This is an optimization exercise on Yosys and OpenROAD, whose aim is small area, not a production implementation.
At most, simulation tests tie the RTL to the original design; equivalence was not proved.
For run 2, only the layout was checked, not whether the RTL still works.
No activity file was given, so power comes from the tool's default toggle rates.

**flow/design.v**
```verilog
module wdg9 (
    input  wire         clk,
    input  wire         rst_n,
    input  wire         tick,           
    input  wire [8:0]   run,            
    input  wire [7:0]   held,           
    input  wire [8:0]   en,
    input  wire [8:0]   win_en,
    input  wire [8:0]   chal_en,
    input  wire [143:0] timeout_ms,     
    input  wire [143:0] first_ms,
    input  wire [143:0] open_ms,
    input  wire [8:0]   en_mask,        
    input  wire         wdo_pol,        
    input  wire [6:0]   width_ms,
    input  wire         kick_v,         
    input  wire [3:0]   kick_w,         
    input  wire [31:0]  kick_data,
    input  wire [4:0]   rd_sel,
    output reg  [8:0]   exp_v,          
    output reg  [26:0]  exp_cause,      
    output reg  [7:0]   exp_held,       
    output wire [7:0]   wrst,           
    output wire         dev_rst,        
    output reg          wdo,
    output reg          wdo_oe,
    output reg  [31:0]  rd_data
);
    assign wrst    = exp_v[7:0] & ~exp_held;
    assign dev_rst = exp_v[8];
    reg  [15:0] lfsr;
    wire        lfsr_fb = lfsr[15] ^ lfsr[13] ^ lfsr[12] ^ lfsr[10];
    wire [15:0] lfsr_p1 = (&lfsr) ? 16'h0001 : lfsr + 16'd1;
    wire        key_ok = kick_v && (kick_data[15:0] == 16'h5A5A);
    reg  [8:0]  st_a, st_x, first;
    reg  [9:0]  t_us    [0:8];
    reg  [15:0] t_ms    [0:8];
    reg  [15:0] seed    [0:8];
    reg  [15:0] exp_cnt [0:8];
    reg  [15:0] vio_cnt [0:8];
    wire [8:0]  ev, vio;
    genvar g;
    generate for (g = 0; g < 9; g = g + 1) begin : wd
        wire        act     = en[g] & run[g];
        wire        running = act & st_a[g] & ~st_x[g];
        wire [15:0] f_ms    = first_ms[g*16 +: 16];
        wire [15:0] lim     = (first[g] && f_ms != 16'd0) ? f_ms : timeout_ms[g*16 +: 16];
        wire        us_end  = (t_us[g] == 10'd999);
        wire [16:0] ms_inc  = {1'b0, t_ms[g]} + {16'd0, us_end};
        wire        tmo     = tick && (ms_inc >= {1'b0, lim});    
        wire        svc     = key_ok && (kick_w == g);
        wire        early   = win_en[g] && !first[g] && (t_ms[g] < open_ms[g*16 +: 16]);
        wire [15:0] ans     = {seed[g][10:0], seed[g][15:11]} ^ {4{g[3:0]}};
        wire        wrong   = chal_en[g] && (kick_data[31:16] != ans);
        wire        expire  = running & tmo;
        wire        bad     = running & ~tmo & svc & (early | wrong);
        wire        accept  = running & ~tmo & svc & ~early & ~wrong;
        wire        e       = expire | bad;
        wire        hold_e  = (g < 8) ? held[g % 8] : 1'b0;
        wire [15:0] nseed   = (lfsr != seed[g]) ? lfsr : lfsr_p1;
        assign ev[g]  = e;
        assign vio[g] = bad;
        always @(posedge clk) begin
            if (!st_a[g] || svc || tmo) begin
                t_us[g] <= 10'd0;
                t_ms[g] <= 16'd0;
            end else if (tick) begin
                t_us[g] <= us_end ? 10'd0 : t_us[g] + 10'd1;
                t_ms[g] <= ms_inc[15:0];
            end
        end
        always @(posedge clk) begin
            if (!rst_n) begin
                st_a[g]    <= 1'b0;
                st_x[g]    <= 1'b0;
                first[g]   <= 1'b0;
                seed[g]    <= 16'd0;
                exp_cnt[g] <= 16'd0;
                vio_cnt[g] <= 16'd0;
                exp_v[g]   <= 1'b0;
                exp_cause[g*3 +: 3] <= 3'd0;
                if (g < 8) exp_held[g % 8] <= 1'b0;
            end else begin
                exp_v[g] <= e;
                if (!act) begin
                    st_a[g] <= 1'b0;
                    st_x[g] <= 1'b0;
                end else if (!st_a[g]) begin
                    st_a[g]  <= 1'b1;
                    first[g] <= 1'b1;
                    seed[g]  <= nseed;
                end else if (e) begin
                    if (hold_e) begin
                        st_x[g] <= 1'b1;
                        if (bad) seed[g] <= nseed;
                    end else begin
                        first[g] <= 1'b1;
                        seed[g]  <= nseed;
                    end
                end else if (accept) begin
                    first[g] <= 1'b0;
                    if (chal_en[g]) seed[g] <= nseed;
                end
                if (e) begin
                    exp_cause[g*3 +: 3] <= expire ? 3'd1 : early ? 3'd2 : 3'd3;
                    if (g < 8) exp_held[g % 8] <= hold_e;
                    if (exp_cnt[g] != 16'hFFFF) exp_cnt[g] <= exp_cnt[g] + 16'd1;
                end
                if (bad && vio_cnt[g] != 16'hFFFF) vio_cnt[g] <= vio_cnt[g] + 16'd1;
            end
        end
    end endgenerate
    reg  [31:0] total;
    wire [3:0]  n_ev = ev[0] + ev[1] + ev[2] + ev[3] + ev[4] + ev[5] + ev[6] + ev[7] + ev[8];
    wire [32:0] tot_s = {1'b0, total} + {29'd0, n_ev};
    reg         wdo_act;
    reg  [6:0]  w_ms;
    reg  [9:0]  w_us;
    reg  [15:0] pulses, merged;
    wire        req = |(ev & en_mask);
    always @(posedge clk) begin
        if (!wdo_act) begin
            w_ms <= width_ms;
            w_us <= 10'd0;
        end else if (tick) begin
            if (w_us == 10'd0) begin
                w_us <= 10'd999;
                w_ms <= w_ms - 7'd1;
            end else begin
                w_us <= w_us - 10'd1;
            end
        end
    end
    integer w;
    reg  [31:0] rd_n;
    always @(posedge clk) begin
        if (!rst_n) begin
            lfsr    <= 16'hACE1;
            total   <= 32'd0;
            wdo_act <= 1'b0;
            pulses  <= 16'd0;
            merged  <= 16'd0;
            wdo     <= 1'b0;
            wdo_oe  <= 1'b0;
            rd_data <= 32'd0;
        end else begin
            lfsr  <= {lfsr[14:0], lfsr_fb};
            total <= tot_s[32] ? 32'hFFFF_FFFF : tot_s[31:0];
            if (wdo_act) begin
                if (req && merged != 16'hFFFF) merged <= merged + 16'd1;
                if (tick && w_ms == 7'd0 && w_us[9:1] == 9'd0) wdo_act <= 1'b0;
            end else if (req) begin
                wdo_act <= 1'b1;
                if (pulses != 16'hFFFF) pulses <= pulses + 16'd1;
            end
            wdo_oe <= |en_mask;
            wdo    <= wdo_pol ? wdo_act : ~wdo_act;
            rd_n = 32'd0;
            for (w = 0; w < 9; w = w + 1) begin
                if (rd_sel == w)     rd_n = {vio_cnt[w], exp_cnt[w]};
                if (rd_sel == w + 9) rd_n = {st_x[w], st_a[w], first[w], 13'd0, seed[w]};
            end
            if (rd_sel == 5'd18) rd_n = total;
            if (rd_sel == 5'd19) rd_n = {merged, pulses};
            rd_data <= rd_n;
        end
    end
endmodule
```
**flow/run.sh**
```bash
#!/bin/bash
# synth_recipe.tcl (not shown) runs the flow's synth.tcl, then flattens the netlist and writes it again
# the make line also repeats each setting of config.mk as NAME=value (left out here)
make -C /OpenROAD-flow-scripts/flow DESIGN_CONFIG=/design/flow/config.mk WORK_HOME=/design/flow/orfs CLKGATE_MAP_FILE= SYNTH_SCRIPT=/design/flow/synth_recipe.tcl finish
```
**flow/config.mk**
```make
export PLATFORM = sky130hd
export DESIGN_NAME = wdg9
export DESIGN_NICKNAME = wdg9
export VERILOG_FILES = /design/flow/design.v
export SDC_FILE = /design/flow/constraint.sdc
export NUM_CORES = 4
export LEC_CHECK = 0
export CAP_MARGIN = 20
export CORE_MARGIN = 2
export CORE_UTILIZATION = 30
export SLEW_MARGIN = 20
```
**flow/constraint.sdc**
```tcl
create_clock -name core_clock -period 18.0 [get_ports {clk}]
set_input_delay 3.6000 -clock core_clock [delete_from_list [all_inputs] [get_ports {clk}]]
set_output_delay 3.6000 -clock core_clock [all_outputs]
set_load 0.01 [all_outputs]
```
==> results of run 1 <==
==> power by group <==
part           switching [mW]  total, mW  internal, mW
clock network           0.904       2.25          1.34
logic                   0.342      0.618         0.277
registers              0.0567       1.99          1.93
==> worst min-delay path by stage <==
stage	startpoint	end	slack, ns
finish	w_us[4]$_SDFFE_PN0P_	w_us[4]$_SDFFE_PN0P_	0.46
global route	lfsr[11]$_SDFF_PN1_	lfsr[12]$_SDFF_PN0_	0.47
CTS	w_us[4]$_SDFFE_PN0P_	w_us[4]$_SDFFE_PN0P_	0.46
detailed placement	lfsr[11]$_SDFF_PN1_	lfsr[12]$_SDFF_PN0_	0.45
global placement	lfsr[11]$_SDFF_PN1_	lfsr[12]$_SDFF_PN0_	0.44
floorplan	merged[11]$_SDFFE_PN0P_	merged[11]$_SDFFE_PN0P_	0.43
==> synth_stat cells (38+ instances only) <==
| library cell | instances |
|---|---|
| a211oi_1 | 98 |
| a21oi_1 | 307 |
| a22oi_1 | 63 |
| a31oi_1 | 53 |
| and2_1 | 66 |
| and3_1 | 164 |
| buf_1 | 38 |
| clkbuf_1 | 249 |
| dfxtp_1 | 852 |
| ha_1 | 337 |
| inv_1 | 266 |
| mux2_2 | 56 |
| mux2i_1 | 312 |
| nand2_1 | 592 |
| nand2b_1 | 55 |
| nand3_1 | 249 |
| nand4_1 | 237 |
| nor2_1 | 844 |
| nor2b_1 | 44 |
| nor3_1 | 98 |
| nor4_1 | 103 |
| o21ai_0 | 214 |
| o22ai_1 | 42 |
| or3_1 | 51 |
| xnor2_1 | 468 |
| xor2_1 | 476 |
==> cell type report <==
| class | instances | area (um^2) |
|---|---|---|
| sequential | 859 | 17300 |
| tap | 2464 | 3080 |
| clock inverter | 40 | 623 |
| multi-input combinational | 5330 | 36200 |
| antenna | 31 | 77.6 |
| fill | 18900 | 115000 |
| clock buffer | 148 | 3030 |
| inverter | 269 | 1020 |
| timing repair buffer | 697 | 6780 |
==> logic make-up (layout without fill, tap and decap cells) <==
logic type / count (synthesis) / count (layout) / synth area share
other: 1 / 40 / 0.0000675
buffers and inverters: 606 / 1154 / 0.0440
adder cells (fa/ha/maj): 343 / 343 / 0.0780
multiplexers: 377 / 377 / 0.0708
XOR/XNOR: 944 / 944 / 0.149
AO/OA/AOI/OAI: 1050 / 1050 / 0.121
AND/OR/NAND/NOR: 2607 / 2607 / 0.226
flip-flops: 859 / 859 / 0.311
==> per-layer routing <==
metal  GRT usage  up-vias
met2       0.374     2375
met4       0.116       22
li1            -    24800
met5           0        -
met3      0.0546      477
met1       0.298    25500
==> through the flow <==
stage	setup WS, ns	util	hold slack, ns
3_3_place_gp	6.05	0.350	0.436
3_5_place_dp	5.86	0.350	0.451
4_1_cts	6.63	0.370	0.462
5_1_grt	5.94	0.371	0.472
6_report	6.62	0.371	0.458
2_1_floorplan	7.57	-	0.435
==> tightest hold or removal path, stage by stage, from the launching register on <==
cell     delay (ns)
dfxtp_1        0.31
nand2_1        0.05
a21oi_1        0.05
==> registers in the layout, indices dropped and copies added, names as in the netlist, 7 cells and up <==
register and count:
total 32, merged 16, w_us 10, st_x 8, w_ms 7, rd_data 32
first 9, st_a 9, seed 144, vio_cnt 144, pulses 16, exp_v 9
exp_held 8, exp_cause 18, t_us 90, t_ms 144, lfsr 16, exp_cnt 144
==> cell usage in the layout (no fill, tap or decap), drive strengths merged, types with 32 or more instances in the layout <==
master,instances
a211oi,99
a21oi,307
a221oi,32
a22oi,63
a31oi,54
and2,67
and3,171
buf,86
clkbuf,149
clkdlybuf4s50,610
dfxtp,852
ha,337
inv,268
mux2,59
mux2i,312
nand2,592
nand2b,56
nand3,249
nand4,237
nor2,850
nor2b,44
nor3,98
nor4,106
o21ai,223
o22ai,42
or3,51
xnor2,468
xor2,476
==> flow_summary.toml, run 1 <==
[floorplanning]
dieArea_mm2 = 0.189
start_util = 0.303
core_area_mm2 = 0.183
io_pins = 625
die_height_um = 434
num_rows = 157
dieWidth_um = 434

[cts]
postCtsSetupRepairBufs = 0
htree_levels = 3
numCtsBuffers = 104
cts_hold_buf = 0
cts-root-buf = "clkbuf_16"
path_clk_slew_ns = 0.06
clock_latency_ns = 0.75
clock_path_buffers = 3
post_cts_resized = 0
cts_tree = "yes"
clkSinkCount = 859

[routing]
routed_via_density = 5.41
vias = 53200
met3_length_um = 21200
wirelength_um = 232000
ant_nets = 0
drc = 0
drtPass1Iterations = 6
drtIter0Drc = 5679
post_drt_wl_per_cell_um = 23.5
wirelength_met1_um = 94800
dr.max_layer_used = "met5"
wl_met2_um = 104000

[yosys]
synth.avg_cell_area_um2 = 8.19
synthCells = 6787
synth_cell_types = 100
synth-edff-count = 7
ys_seq_area_frac = 0.311
synth.top_cell.area_share = 0.307
synth_warnings = 6
yosys.area.top_type = "dfxtp_1"
synthesis.area_mm2 = 0.0556
synthFlopType = "dfxtp_1"
synth_area_leaders = "dfxtp_1 (31%), ha_1 (7.6%), xor2_1 (7.5%)"
synthArstFlopShare = 0
synth_seq_cells = 859

[critical_path]
cpPeakStageDelay_ns = 0.76
crit_type = "in -> reg"
cp.required_ns = 18.57
cp-startpoint = "first_ms[75]"
cpMostUsedCell = "fa_1"
r2r-start = "t_us[4][0]$_SDFFE_PP0P_"
path_buf_inv = 4
crit_family = "compound AO/OA/AOI/OAI gates"
path_depth = 28
worstSetupStartpointType = "input port"
rrSetupSlack_ns = 8.75
setup.worst_path.end_class = "register"
cp_slowest_cell = "or3_1"
worstSetupEndpoint = "total[6]$_SDFF_PN0_"
r2r_end = "total[6]$_SDFF_PN0_"
path_max_fanout = 29
arrival_ns = 11.94
worst-r2r-cell-count = 35

[timing]
fin_crit_sh = 0.632
timing.setup.tns_ns = 0
fmax_mhz = 87.9
setup_viol = 0
maxSlewViolCount = 0
hold_violations = 0
rsz0062_at_grt = "false"
fin_crit_ns = 11.38
max-slew-margin-rel = 0.162
skew_ns = 0.0513
worst_pin_slew_ns = 1.24

[grt]
grt_max_degree = 193
grt_usage = 0.235
overflow = 0
grt_pass1_wl_um = 332000
antenna_found_initial = 50
grt_pass1_vias = 49900

[status]
status = "complete, no violations"

[placement]
dp_hpwl_um = 180000
dp.cells = 9618
place_congestion = 0.997
placedInstanceArea_mm2 = 0.0643
port_buffers = 615

[worst_hold_path]
min_path_type = "reg -> reg"
hold_depth = 2

[cells_and_area]
area_delta_synth_final_pct = 22.5
fin_cells = 9838
drive_gt1_frac = 0.0564
layout.nets = 8142
design_area_mm2 = 0.0681

[pwr]
powerDensity_mw_per_mm2 = 71.3
ir_drop_mv = 0.0765
power_mw = 4.86
leakagePower_nw = 25.5

[run]
maxCapViolations = 0
==> inputs of run 2 (changes only) <==
--- a/flow/design.v
+++ b/flow/design.v
@@ -32,5 +32,4 @@
     wire        lfsr_fb = lfsr[15] ^ lfsr[13] ^ lfsr[12] ^ lfsr[10];
     wire [15:0] lfsr_p1 = (&lfsr) ? 16'h0001 : lfsr + 16'd1;
-    wire        key_ok = kick_v && (kick_data[15:0] == 16'h5A5A);
     reg  [8:0]  st_a, st_x, first;
     reg  [9:0]  t_us    [0:8];
@@ -39,4 +38,24 @@
     reg  [15:0] exp_cnt [0:8];
     reg  [15:0] vio_cnt [0:8];
+    wire        key_ok = kick_v && (kick_data[15:0] == 16'h5A5A);
+    reg  [15:0] k_ms, k_open, k_seed;
+    reg         k_win, k_chal, k_first;
+    integer     j;
+    always @* begin
+        k_ms = 16'd0; k_open = 16'd0; k_seed = 16'd0;
+        k_win = 1'b0; k_chal = 1'b0; k_first = 1'b0;
+        for (j = 0; j < 9; j = j + 1)
+            if (kick_w == j) begin
+                k_ms    = t_ms[j];
+                k_open  = open_ms[j*16 +: 16];
+                k_seed  = seed[j];
+                k_win   = win_en[j];
+                k_chal  = chal_en[j];
+                k_first = first[j];
+            end
+    end
+    wire        k_early = k_win && !k_first && (k_ms < k_open);
+    wire [15:0] k_ans   = {k_seed[10:0], k_seed[15:11]} ^ {4{kick_w}};
+    wire        k_wrong = k_chal && (kick_data[31:16] != k_ans);
     wire [8:0]  ev, vio;
     genvar g;
@@ -47,10 +66,10 @@
         wire [15:0] lim     = (first[g] && f_ms != 16'd0) ? f_ms : timeout_ms[g*16 +: 16];
         wire        us_end  = (t_us[g] == 10'd999);
-        wire [16:0] ms_inc  = {1'b0, t_ms[g]} + {16'd0, us_end};
+        wire        ms_up   = tick & us_end;
+        wire [16:0] ms_inc  = {1'b0, t_ms[g]} + {16'd0, ms_up};
         wire        tmo     = tick && (ms_inc >= {1'b0, lim});    
         wire        svc     = key_ok && (kick_w == g);
-        wire        early   = win_en[g] && !first[g] && (t_ms[g] < open_ms[g*16 +: 16]);
-        wire [15:0] ans     = {seed[g][10:0], seed[g][15:11]} ^ {4{g[3:0]}};
-        wire        wrong   = chal_en[g] && (kick_data[31:16] != ans);
+        wire        early   = k_early;
+        wire        wrong   = k_wrong;
         wire        expire  = running & tmo;
         wire        bad     = running & ~tmo & svc & (early | wrong);
@@ -62,11 +81,8 @@
         assign vio[g] = bad;
         always @(posedge clk) begin
-            if (!st_a[g] || svc || tmo) begin
-                t_us[g] <= 10'd0;
-                t_ms[g] <= 16'd0;
-            end else if (tick) begin
-                t_us[g] <= us_end ? 10'd0 : t_us[g] + 10'd1;
-                t_ms[g] <= ms_inc[15:0];
-            end
+            if (!st_a[g] || svc || tmo || ms_up) t_us[g] <= 10'd0;
+            else                                 t_us[g] <= t_us[g] + {9'd0, tick};
+            if (!st_a[g] || svc || tmo)          t_ms[g] <= 16'd0;
+            else                                 t_ms[g] <= ms_inc[15:0];
         end
         always @(posedge clk) begin
==> flow/flow/run.sh (new file) <==
#!/bin/bash
# Layout flow: the standard flow (standard.sh), with three changes:
#  - ABC maps the logic with an area-oriented script (flow/abc.script) in place of
#    ORFS's speed script; everything else in synthesis is the standard script.
#  - port buffers are buf_1 rather than clkdlybuf4s50_1;
#  - CTS inserts no dummy loads and uses smaller clock buffers.
set -euo pipefail
W=$(pwd)
rm -rf "$W/scripts"
cp -r "$FLOW_HOME/scripts" "$W/scripts"
cp "$W/flow/abc.script" "$W/scripts/abc_speed.script"
cp "$W/flow/abc.script" "$W/scripts/abc_area.script"
export SCRIPTS_DIR="$W/scripts"
export BUFFER_PORTS_ARGS="-buffer_cell sky130_fd_sc_hd__buf_1"
export CTS_ARGS="-sink_clustering_enable -repair_clock_nets -dont_use_dummy_load -buf_list {sky130_fd_sc_hd__clkbuf_4 sky130_fd_sc_hd__clkbuf_8}"
bash standard.sh > "$W/standard.log" 2>&1
==> flow/flow/abc.script (new file) <==
strash
&get -n
&fraig -x
&put
scorr
dc2
strash
&get -n
&dch -f
&nf -R 1000 -p -F 8 -A 4
&put
==> flow/standard.sh (new file) <==
#!/bin/bash
# synth_recipe.tcl (not shown) runs the flow's synth.tcl, then flattens the netlist and writes it again
# the make line also repeats each setting of config.mk as NAME=value (left out here)
make -C /OpenROAD-flow-scripts/flow DESIGN_CONFIG=/design/flow/config.mk WORK_HOME=/design/flow/orfs CLKGATE_MAP_FILE= SYNTH_SCRIPT=/design/flow/synth_recipe.tcl "${@:-finish}"
removed: flow/run.sh
==> run 2 against run 1 <==
Still clean. Die area is 15% lower. Clock power decreased by 32%. Final cell count fell by 15%. Routed wire length down 0.66%. Non-clock buffer count increased by 31. Global-route usage grew 3.9 points. Combinational power fell by 26%. Synthesized cell count down 20%. Flip-flop and latch count unchanged. Largest power group is now registers.
==> flow_summary.toml, run 2 <==
[critical_path]
worstSetupStartpointType = "input port"
path_max_fanout = 34
setup.worst_path.end_class = "register"
cp.required_ns = 18.76
cp_slowest_cell = "a221oi_1"
crit_family = "simple AND/OR/NAND/NOR gates"
cpMostUsedCell = "fa_1"
crit_type = "in -> reg"
path_buf_inv = 6
cpPeakStageDelay_ns = 0.69
arrival_ns = 14.86

[timing]
max-slew-margin-rel = 0.189
maxSlewViolCount = 0
whs_ns = 0.455
setup_viol = 0
skew_ns = 0.105
fmax_mhz = 70.9
fin_crit_ns = 14.10
timing.setup.tns_ns = 0
rsz0062_at_grt = "false"
hold_violations = 0
worst_pin_slew_ns = 1.21
fin_crit_sh = 0.783
worst_slack_ns = 3.90

[cells_and_area]
seq_area_mm2 = 0.0173
post-route-util = 0.354
nFillCells = 16300
layout.cells.most_common = "dfxtp_1"
drive_gt1_frac = 0.0516
area_delta_synth_final_pct = 17.3
fin_cells = 8371
final_cell_mix = "dfxtp_1 (852), buf_1 (613), a21oi_1 (547), nor2_1 (491), nand2_1 (331)"
layout.nets = 7077
multi_input_area_mm2 = 0.0299

[run]
maxCapViolations = 0

[floorplanning]
dieWidth_um = 401
die_height_um = 401
num_rows = 145
core_area_mm2 = 0.156
io_pins = 625
dieArea_mm2 = 0.161
start_util = 0.302

[yosys]
ys_seq_area_frac = 0.366
synthesis.area_mm2 = 0.0472
synth-edff-count = 7
synthArstFlopShare = 0
synthFlopType = "dfxtp_1"
synth_common_cells = "dfxtp_1 (852), a21oi_1 (547), nor2_1 (505)"
synth_warnings = 6
synth.top_cell.area_share = 0.361
synth.avg_cell_area_um2 = 8.70
synthCells = 5423
synth_area_leaders = "dfxtp_1 (36%), mux2i_1 (6.2%), ha_1 (6.0%)"
synth_seq_cells = 859
synth_cell_types = 62
yosysMostFrequentCell = "dfxtp_1"
yosys.area.top_type = "dfxtp_1"

[cts]
clock_latency_ns = 0.91
path_clk_slew_ns = 0.06
clock_path_buffers = 3
htree_levels = 4
cts-root-buf = "clkbuf_8"
numCtsBuffers = 155
postCtsSetupRepairBufs = 0
post_cts_resized = 0
cts_hold_buf = 0
clkSinkCount = 859
cts_tree = "yes"

[worst_hold_path]
min_path_type = "reg -> reg"

[placement]
dp_slack_ns = 3.36
place_congestion = 1.02
dp_hpwl_um = 176000
dp.cells = 8207
port_buffers = 615

[routing]
drc = 0
wirelength_um = 230000
drtPass1Iterations = 13
routed_via_density = 6.05
drtIter0Drc = 7611
vias = 50600
post_drt_wl_per_cell_um = 27.5
ant_nets = 0

[grt]
antenna_found_initial = 33
grt_usage = 0.274
overflow = 0
grt_max_degree = 144
grt_pass1_wl_um = 325000
grt_pass1_vias = 45700

[pwr]
powerDensity_mw_per_mm2 = 72.4
leakagePower_nw = 20.1
ir_drop_mv = 0.0708

[status]
status = "complete, no violations"
[run 2: path summary, 6_finish.rpt]
path                                                  from  cells past startpoint                          to  slack [ns]
worst max-delay path                             kick_w[0]                     39        total[25]$_SDFF_PN0_        3.90
worst min-delay path            exp_cause[16]$_SDFFE_PN0P_                      2  exp_cause[16]$_SDFFE_PN0P_        0.46
worst min register to register  exp_cause[16]$_SDFFE_PN0P_                      2  exp_cause[16]$_SDFFE_PN0P_        0.46
worst max register to register       t_us[2][6]$_SDFF_PP0_                     40        total[25]$_SDFF_PN0_        7.56
[run 2: tightest hold or removal path, cell delays in order, from the launching register on]
cell and delay, ns:
dfxtp_1 0.31, nand2_1 0.05, a21oi_1 0.05
[run 2: power breakdown]
group          internal [mW]  switching (mW)
clock network          0.754           0.785
registers               1.94          0.0747
logic                  0.155           0.305
[run 2: final cells by class]
cell class / count / share of cell area
repair buffers: 728 / 0.0574
diodes: 9 / 0.000407
multi-input cells: 4499 / 0.541
flip-flops and latches: 859 / 0.312
well taps: 2058 / 0.0465
clock buffers: 155 / 0.0385
inverters: 63 / 0.00441
[run 2: logic make-up (layout without fill, tap and decap cells)]
| logic type | count (synthesis) | in the layout | synth area share |
|---|---|---|---|
| buf+inv | 73 | 946 | 0.00660 |
| flops | 859 | 859 | 0.366 |
| xor+xnor | 366 | 366 | 0.0679 |
| mux | 299 | 299 | 0.0636 |
| other cells | 1 | 18 | 0.0000794 |
| compound gates | 1505 | 1505 | 0.205 |
| fa+ha+maj | 233 | 233 | 0.0627 |
| simple gates | 2087 | 2087 | 0.228 |
[run 2: layer usage]
metal | part of all wire | GRT usage | up-vias
met3 | 0.12 | 0.0712 | 568
met5 | 0.00034 | 0 | -
li1 | - | - | 22600
met2 | 0.41 | 0.394 | 3218
met4 | 0.050 | 0.124 | 14
met1 | 0.42 | 0.380 | 24300
[run 2: through the flow]
step                power, mW  area [um^2]
global placement         2.48        53200
finish                   4.01        55400
floorplan                2.24        47200
CTS                      4.02        55300
detailed placement       2.49        53200
global route             4.14        55300

[separate check: timing with driven ports]
The flow's constraints put no driver on any port. The routed layouts listed below were extracted and timed again, unchanged, in two steps. Step 1 sets driving cells, clkbuf_16 on the clock port and buf_2 on the other inputs (assumed; they add their load-dependent delay and slew). Step 2 adds t to the input delays and takes it off the output delays; t is the mean of the earliest and latest rising clock arrival at the registers after step 1. Input paths then give back, and output paths get back, about the clock's delay inside the block. a / b / c = ideal / step 1 / step 2; a / b = the first two.
run	t, ns	setup WS [ns]	worst slew at a driven data input, ns	pins driven straight from the clock port
run 1	0.793	6.624 / 6.668 / 5.875	0.18	1
run 2	0.947	3.903 / 3.951 / 3.004	0.27	1
After both steps every run listed still meets setup and hold. For run 2, which loses most, drivers alone change the setup slack by +0.048 ns; drivers and shift together by -0.899 ns.
